What follows belongs to an exercise in optimizing a design on an open flow for small area and a short achievable clock period; a production flow would make more cautious choices. The RTL was checked by simulation tests, not by an equivalence proof against the original design. Power and IR drop assume default switching activity.

==> flow/design.v (excerpt) <==
module sincos_unit (
    input  wire        clk,
    input  wire        rst,
    input  wire        in_valid,
    input  wire [15:0] in_angle,
    output reg         out_valid,
    output wire [31:0] out_sin,
    output wire [31:0] out_cos
);
    reg        s1_valid;
    reg [15:0] s1_angle;
    always @(posedge clk) begin
        if (rst)
            s1_valid <= 1'b0;
        else
            s1_valid <= in_valid;
        s1_angle <= in_angle;
    end
    wire        odd = s1_angle[13];
    wire [12:0] uf  = s1_angle[12:0] ^ {13{odd}};
    wire [4:0]  wl  = {1'b0, uf[3:0]} + {4'd0, odd};       
    wire [4:0]  wh  = {1'b0, ~uf[3:0]} + {4'd0, ~odd};     
    wire [18:0] kl, kh;
    wire [9:0]  sl, sh;
    wire [2:0]  rl, rh;
    sine_quarter_rom rom (.s(uf[12:6]), .kl(kl), .sl(sl), .rl(rl), .kh(kh), .sh(sh), .rh(rh));
    wire [1:0]  ol = uf[5:4];
    wire [1:0]  oh = ~uf[5:4];
    reg        s2_valid;
    reg [1:0]  s2_ol, s2_oh;
    reg [4:0]  s2_wl, s2_wh;
    reg [18:0] s2_kl, s2_kh;
    reg [9:0]  s2_sl, s2_sh;
    reg [2:0]  s2_rl, s2_rh;
    reg        s2_sin_lo, s2_sin_neg, s2_cos_neg;
    always @(posedge clk) begin
        if (rst)
            s2_valid <= 1'b0;
        else
            s2_valid <= s1_valid;
        s2_ol      <= ol;
        s2_oh      <= oh;
        s2_wl      <= wl;
        s2_wh      <= wh;
        s2_kl      <= kl;
        s2_sl      <= sl;
        s2_rl      <= rl;
        s2_kh      <= kh;
        s2_sh      <= sh;
  ...
Size in the first run: ~2,800 cells after synthesis, about 280 flip-flops, ~84 I/O pins, about 0.020 mm² of cells after synthesis.
==> module fix_to_f32, before the edit <==
module fix_to_f32 (
    input  wire [20:0] m,
    output reg  [30:0] f
);
    reg [4:0]  msb;
    reg [20:0] n;
    integer    k;
    always @(*) begin
        msb = 5'd0;
        for (k = 0; k < 21; k = k + 1)
            if (m[k])
                msb = k[4:0];
        n = m << (5'd20 - msb);
        if (m == 21'd0)
            f = 31'd0;
        else
            f = {8'd106 + {3'b000, msb}, n[19:0], 3'b000};
    end
endmodule
clock: 13.0 ns
lec_check: 0
abc_area: 1
cap_margin: 40
core_area: 5 5 215 215
die_area: 0 0 220 220
place_density: 0.6
slew_margin: 40
synth_memory_max_bits: 131072
standard.sh (not shown) runs the stock make flow with config.mk's settings and CLKGATE_MAP_FILE= SYNTH_SCRIPT=/design/flow/synth_recipe.tcl, a recipe that flattens the netlist after the stock synthesis.
==> flow/flow/run.sh <==
#!/bin/bash
# Layout: the standard flow, with timing repair asked to leave 9.25 ns of setup slack
# (aiming at a 3.75 ns path) instead of none. The clock and constraints are unchanged.
set -euo pipefail
bash standard.sh SETUP_SLACK_MARGIN=9.25 finish > standard_flow.log 2>&1
==> next run, changes <==
--- a/flow/design.v
+++ b/flow/design.v
@@ -231,22 +231,22 @@
 module fix_to_f32 (
     input  wire [20:0] m,
     output reg  [30:0] f
 );
     reg [4:0]  msb;
-    reg [20:0] n;
+    reg [23:0] frac;
     integer    k;
     always @(*) begin
         msb = 5'd0;
         for (k = 0; k < 21; k = k + 1)
             if (m[k])
                 msb = k[4:0];
-        n = m << (5'd20 - msb);
+        frac = {3'b000, m} << (5'd23 - msb);
         if (m == 21'd0)
             f = 31'd0;
         else
-            f = {8'd106 + {3'b000, msb}, n[19:0], 3'b000};
+            f = {8'd106 + {3'b000, msb}, frac[22:0]};
     end
 endmodule
 module sincos_unit (
     input  wire        clk,
     input  wire        rst,
Result: Via count went up by 1.1%. Cell area went down by 0.82%. Worst hold slack improves by 0.0036 ns. Setup slack improves by 0.083 ns. Core utilization went down by 0.42 points. Final cell count went up by 0.79%. Routed wire length went up by 9.4%. Sequential share of layout area went up by 0.23 points. Power went down by about 2.3%. Fmax went up by about 2.2%. Sequential power went up by about 4%. Critical path depth went down by 1. Global-route usage went up by 3.5 points. Non-clock buffer count went down by 3.

sincos_unit with an RTL version that a note above also has.
Size: ~2,800 cells after synthesis, ~280 flip-flops, roughly 84 I/O pins, about 20,000 µm² of cells after synthesis.
==> module sincos_unit, before the edit <==
module sincos_unit (
    input  wire        clk,
    input  wire        rst,
    input  wire        in_valid,
    input  wire [15:0] in_angle,
    output reg         out_valid,
    output wire [31:0] out_sin,
    output wire [31:0] out_cos
);
    reg        s1_valid;
    reg [15:0] s1_angle;
    always @(posedge clk) begin
        if (rst)
            s1_valid <= 1'b0;
        else
            s1_valid <= in_valid;
        s1_angle <= in_angle;
    end
    wire        odd = s1_angle[13];
    wire [12:0] uf  = s1_angle[12:0] ^ {13{odd}};
    wire [4:0]  wl  = {1'b0, uf[3:0]} + {4'd0, odd};       
    wire [4:0]  wh  = {1'b0, ~uf[3:0]} + {4'd0, ~odd};     
    wire [18:0] kl, kh;
    wire [9:0]  sl, sh;
    wire [2:0]  rl, rh;
    sine_quarter_rom rom (.s(uf[12:6]), .kl(kl), .sl(sl), .rl(rl), .kh(kh), .sh(sh), .rh(rh));
    wire [1:0]  ol = uf[5:4];
    wire [1:0]  oh = ~uf[5:4];
    reg        s2_valid;
    reg [1:0]  s2_ol, s2_oh;
    reg [4:0]  s2_wl, s2_wh;
    reg [18:0] s2_kl, s2_kh;
    reg [9:0]  s2_sl, s2_sh;
    reg [2:0]  s2_rl, s2_rh;
    reg        s2_sin_lo, s2_sin_neg, s2_cos_neg;
    always @(posedge clk) begin
        if (rst)
            s2_valid <= 1'b0;
        else
            s2_valid <= s1_valid;
        s2_ol      <= ol;
        s2_oh      <= oh;
        s2_wl      <= wl;
        s2_wh      <= wh;
        s2_kl      <= kl;
        s2_sl      <= sl;
        s2_rl      <= rl;
        s2_kh      <= kh;
        s2_sh      <= sh;
        s2_rh      <= rh;
        s2_sin_lo  <= ~(s1_angle[14] ^ s1_angle[13]);
        s2_sin_neg <= s1_angle[15];
        s2_cos_neg <= s1_angle[15] ^ s1_angle[14];
    end
    wire [1:0]  c2l, c2h;
    wire        cyl, cyh, r0l, r0h, r1l, r1h;
    sine_seg_prep prep_lo (.o(s2_ol), .k(s2_kl[1:0]), .sl(s2_sl[1:0]), .r(s2_rl), .c2(c2l), .cy(cyl), .r0(r0l), .r1(r1l));
    sine_seg_prep prep_hi (.o(s2_oh), .k(s2_kh[1:0]), .sl(s2_sh[1:0]), .r(s2_rh), .c2(c2h), .cy(cyh), .r0(r0h), .r1(r1h));
    wire [16:0] al, ah;
    wire [12:0] pl, ph;
    wire [5:0]  xl, xh;
    sine_seg_parts pt_lo (.o(s2_ol), .ka(s2_kl[18:2]), .sa(s2_sl[9:1]), .c2(c2l), .cy(cyl), .r0(r0l),
                          .r1(r1l), .wt(s2_wl), .wc(s2_wh), .a(al), .p(pl), .x(xl));
    sine_seg_parts pt_hi (.o(s2_oh), .ka(s2_kh[18:2]), .sa(s2_sh[9:1]), .c2(c2h), .cy(cyh), .r0(r0h),
                          .r1(r1h), .wt(s2_wh), .wc(s2_wl), .a(ah), .p(ph), .x(xh));
    reg        s3_valid;
    reg [16:0] s3_al, s3_ah;
    reg [12:0] s3_pl, s3_ph;
    reg [5:0]  s3_xl, s3_xh;
    reg        s3_sin_lo, s3_sin_neg, s3_cos_neg;
    always @(posedge clk) begin
        if (rst)
            s3_valid <= 1'b0;
        else
            s3_valid <= s2_valid;
        s3_al      <= al;
        s3_pl      <= pl;
        s3_xl      <= xl;
        s3_ah      <= ah;
        s3_ph      <= ph;
        s3_xh      <= xh;
        s3_sin_lo  <= s2_sin_lo;
        s3_sin_neg <= s2_sin_neg;
        s3_cos_neg <= s2_cos_neg;
    end
    wire [20:0] mag_lo;
    wire [20:0] mag_hi;
    sine_seg_sum sm_lo (.a(s3_al), .p(s3_pl), .x(s3_xl), .mag(mag_lo));
    sine_seg_sum sm_hi (.a(s3_ah), .p(s3_ph), .x(s3_xh), .mag(mag_hi));
    reg        s4_valid;
    reg [20:0] s4_lo;
    reg [19:0] s4_hi;
    reg        s4_sin_lo, s4_sin_neg, s4_cos_neg;
    always @(posedge clk) begin
        if (rst)
            s4_valid <= 1'b0;
        else
            s4_valid <= s3_valid;
        s4_lo      <= mag_lo;
        s4_hi      <= mag_hi[19:0];     
        s4_sin_lo  <= s3_sin_lo;
        s4_sin_neg <= s3_sin_neg;
        s4_cos_neg <= s3_cos_neg;
    end
    wire [30:0] f_lo;
    wire [30:0] f_hi = {8'd126, s4_hi, 3'b000};
    fix_to_f32 cv (.m(s4_lo), .f(f_lo));
    wire        lo_zero = (s4_lo == 21'd0);
    reg  [28:0] o_sin, o_cos;
    always @(posedge clk) begin
        if (rst)
            out_valid <= 1'b0;
        else
            out_valid <= s4_valid;
        o_sin <= s4_sin_lo ? {s4_sin_neg & ~lo_zero, f_lo[30:3]} : {s4_sin_neg, f_hi[30:3]};
        o_cos <= s4_sin_lo ? {s4_cos_neg, f_hi[30:3]} : {s4_cos_neg & ~lo_zero, f_lo[30:3]};
    end
    assign out_sin = {o_sin, 3'b000};
    assign out_cos = {o_cos, 3'b000};
endmodule
clock: 13.0 ns
lec_check: 0
abc_area: 1
cap_margin: 40
core_area: 5 5 215 215
die_area: 0 0 220 220
place_density: 0.6
slew_margin: 40
synth_memory_max_bits: 131072
==> flow/flow/run.sh <==
#!/bin/bash
# Layout: the standard flow, with timing repair asked to leave 9 ns of setup slack
# (aiming at a 4 ns path) instead of none. The clock and constraints are unchanged.
set -euo pipefail
bash standard.sh SETUP_SLACK_MARGIN=9 finish > standard_flow.log 2>&1
The starting point produced a clean layout.
Rerun with:
--- a/flow/design.v
+++ b/flow/design.v
@@ -275,12 +275,17 @@
     sine_quarter_rom rom (.s(uf[12:6]), .kl(kl), .sl(sl), .rl(rl), .kh(kh), .sh(sh), .rh(rh));
     wire [1:0]  ol = uf[5:4];
     wire [1:0]  oh = ~uf[5:4];
+    wire [1:0]  c2l, c2h;
+    wire        cyl, cyh, r0l, r0h, r1l, r1h;
+    sine_seg_prep prep_lo (.o(ol), .k(kl[1:0]), .sl(sl[1:0]), .r(rl), .c2(c2l), .cy(cyl), .r0(r0l), .r1(r1l));
+    sine_seg_prep prep_hi (.o(oh), .k(kh[1:0]), .sl(sh[1:0]), .r(rh), .c2(c2h), .cy(cyh), .r0(r0h), .r1(r1h));
     reg        s2_valid;
     reg [1:0]  s2_ol, s2_oh;
     reg [4:0]  s2_wl, s2_wh;
-    reg [18:0] s2_kl, s2_kh;
-    reg [9:0]  s2_sl, s2_sh;
-    reg [2:0]  s2_rl, s2_rh;
+    reg [16:0] s2_kl, s2_kh;
+    reg [8:0]  s2_sl, s2_sh;
+    reg [1:0]  s2_c2l, s2_c2h;
+    reg        s2_cyl, s2_cyh, s2_r0l, s2_r0h, s2_r1l, s2_r1h;
     reg        s2_sin_lo, s2_sin_neg, s2_cos_neg;
     always @(posedge clk) begin
         if (rst)
@@ -291,27 +296,29 @@
         s2_oh      <= oh;
         s2_wl      <= wl;
         s2_wh      <= wh;
-        s2_kl      <= kl;
-        s2_sl      <= sl;
-        s2_rl      <= rl;
-        s2_kh      <= kh;
-        s2_sh      <= sh;
-        s2_rh      <= rh;
+        s2_kl      <= kl[18:2];
+        s2_sl      <= sl[9:1];
+        s2_c2l     <= c2l;
+        s2_cyl     <= cyl;
+        s2_r0l     <= r0l;
+        s2_r1l     <= r1l;
+        s2_kh      <= kh[18:2];
+        s2_sh      <= sh[9:1];
+        s2_c2h     <= c2h;
+        s2_cyh     <= cyh;
+        s2_r0h     <= r0h;
+        s2_r1h     <= r1h;
         s2_sin_lo  <= ~(s1_angle[14] ^ s1_angle[13]);
         s2_sin_neg <= s1_angle[15];
         s2_cos_neg <= s1_angle[15] ^ s1_angle[14];
     end
-    wire [1:0]  c2l, c2h;
-    wire        cyl, cyh, r0l, r0h, r1l, r1h;
-    sine_seg_prep prep_lo (.o(s2_ol), .k(s2_kl[1:0]), .sl(s2_sl[1:0]), .r(s2_rl), .c2(c2l), .cy(cyl), .r0(r0l), .r1(r1l));
-    sine_seg_prep prep_hi (.o(s2_oh), .k(s2_kh[1:0]), .sl(s2_sh[1:0]), .r(s2_rh), .c2(c2h), .cy(cyh), .r0(r0h), .r1(r1h));
     wire [16:0] al, ah;
     wire [12:0] pl, ph;
     wire [5:0]  xl, xh;
-    sine_seg_parts pt_lo (.o(s2_ol), .ka(s2_kl[18:2]), .sa(s2_sl[9:1]), .c2(c2l), .cy(cyl), .r0(r0l),
-                          .r1(r1l), .wt(s2_wl), .wc(s2_wh), .a(al), .p(pl), .x(xl));
-    sine_seg_parts pt_hi (.o(s2_oh), .ka(s2_kh[18:2]), .sa(s2_sh[9:1]), .c2(c2h), .cy(cyh), .r0(r0h),
-                          .r1(r1h), .wt(s2_wh), .wc(s2_wl), .a(ah), .p(ph), .x(xh));
+    sine_seg_parts pt_lo (.o(s2_ol), .ka(s2_kl), .sa(s2_sl), .c2(s2_c2l), .cy(s2_cyl), .r0(s2_r0l),
+                          .r1(s2_r1l), .wt(s2_wl), .wc(s2_wh), .a(al), .p(pl), .x(xl));
+    sine_seg_parts pt_hi (.o(s2_oh), .ka(s2_kh), .sa(s2_sh), .c2(s2_c2h), .cy(s2_cyh), .r0(s2_r0h),
+                          .r1(s2_r1h), .wt(s2_wh), .wc(s2_wl), .a(ah), .p(ph), .x(xh));
     reg        s3_valid;
     reg [16:0] s3_al, s3_ah;
     reg [12:0] s3_pl, s3_ph;
After rerunning: First-iteration DRC count increases by 7.7%; power decreases by 3.0%; core utilization increases by 1.1 points; synthesized cell count hardly moves; sequential share of layout area decreases by 0.69 points; setup slack gains 120 ps; clock-buffer cell count increases by 5; non-clock buffer count increases by 12; via count hardly moves; critical path depth increases by 4; final cell count barely changes; final area increases by 2.1%; worst hold slack hardly moves; wire length decreases by 8.5%.

## port drivers added, routing unchanged
How much do the figures lean on ideal ports? The routed layouts below were timed once more, with nothing changed but the port constraints. Step 1 assumes that a clkbuf_16 drives the clock port and a buf_2 every other input. Step 2 also shifts input and output timing later by t, the mid clock arrival at the registers, as if the neighbouring blocks saw the same clock. Three values: no drivers, after step 1, after step 2; two values: the first two.
| run | t, ns | setup slack, ns | worst setup path after step 2 |
|---|---|---|---|
| the first run of note 1 | 0.653 | 9.141 / 9.141 / 9.141 | register to register |
| the second run of note 1 | 0.669 | 9.224 / 9.211 / 9.224 | register to register |
| the first run of note 2 | 0.672 | 8.920 / 8.920 / 8.920 | register to register |
| the second run of note 2 | 0.645 | 9.042 / 9.042 / 9.042 | register to register |
After both steps every run listed still meets setup and hold.
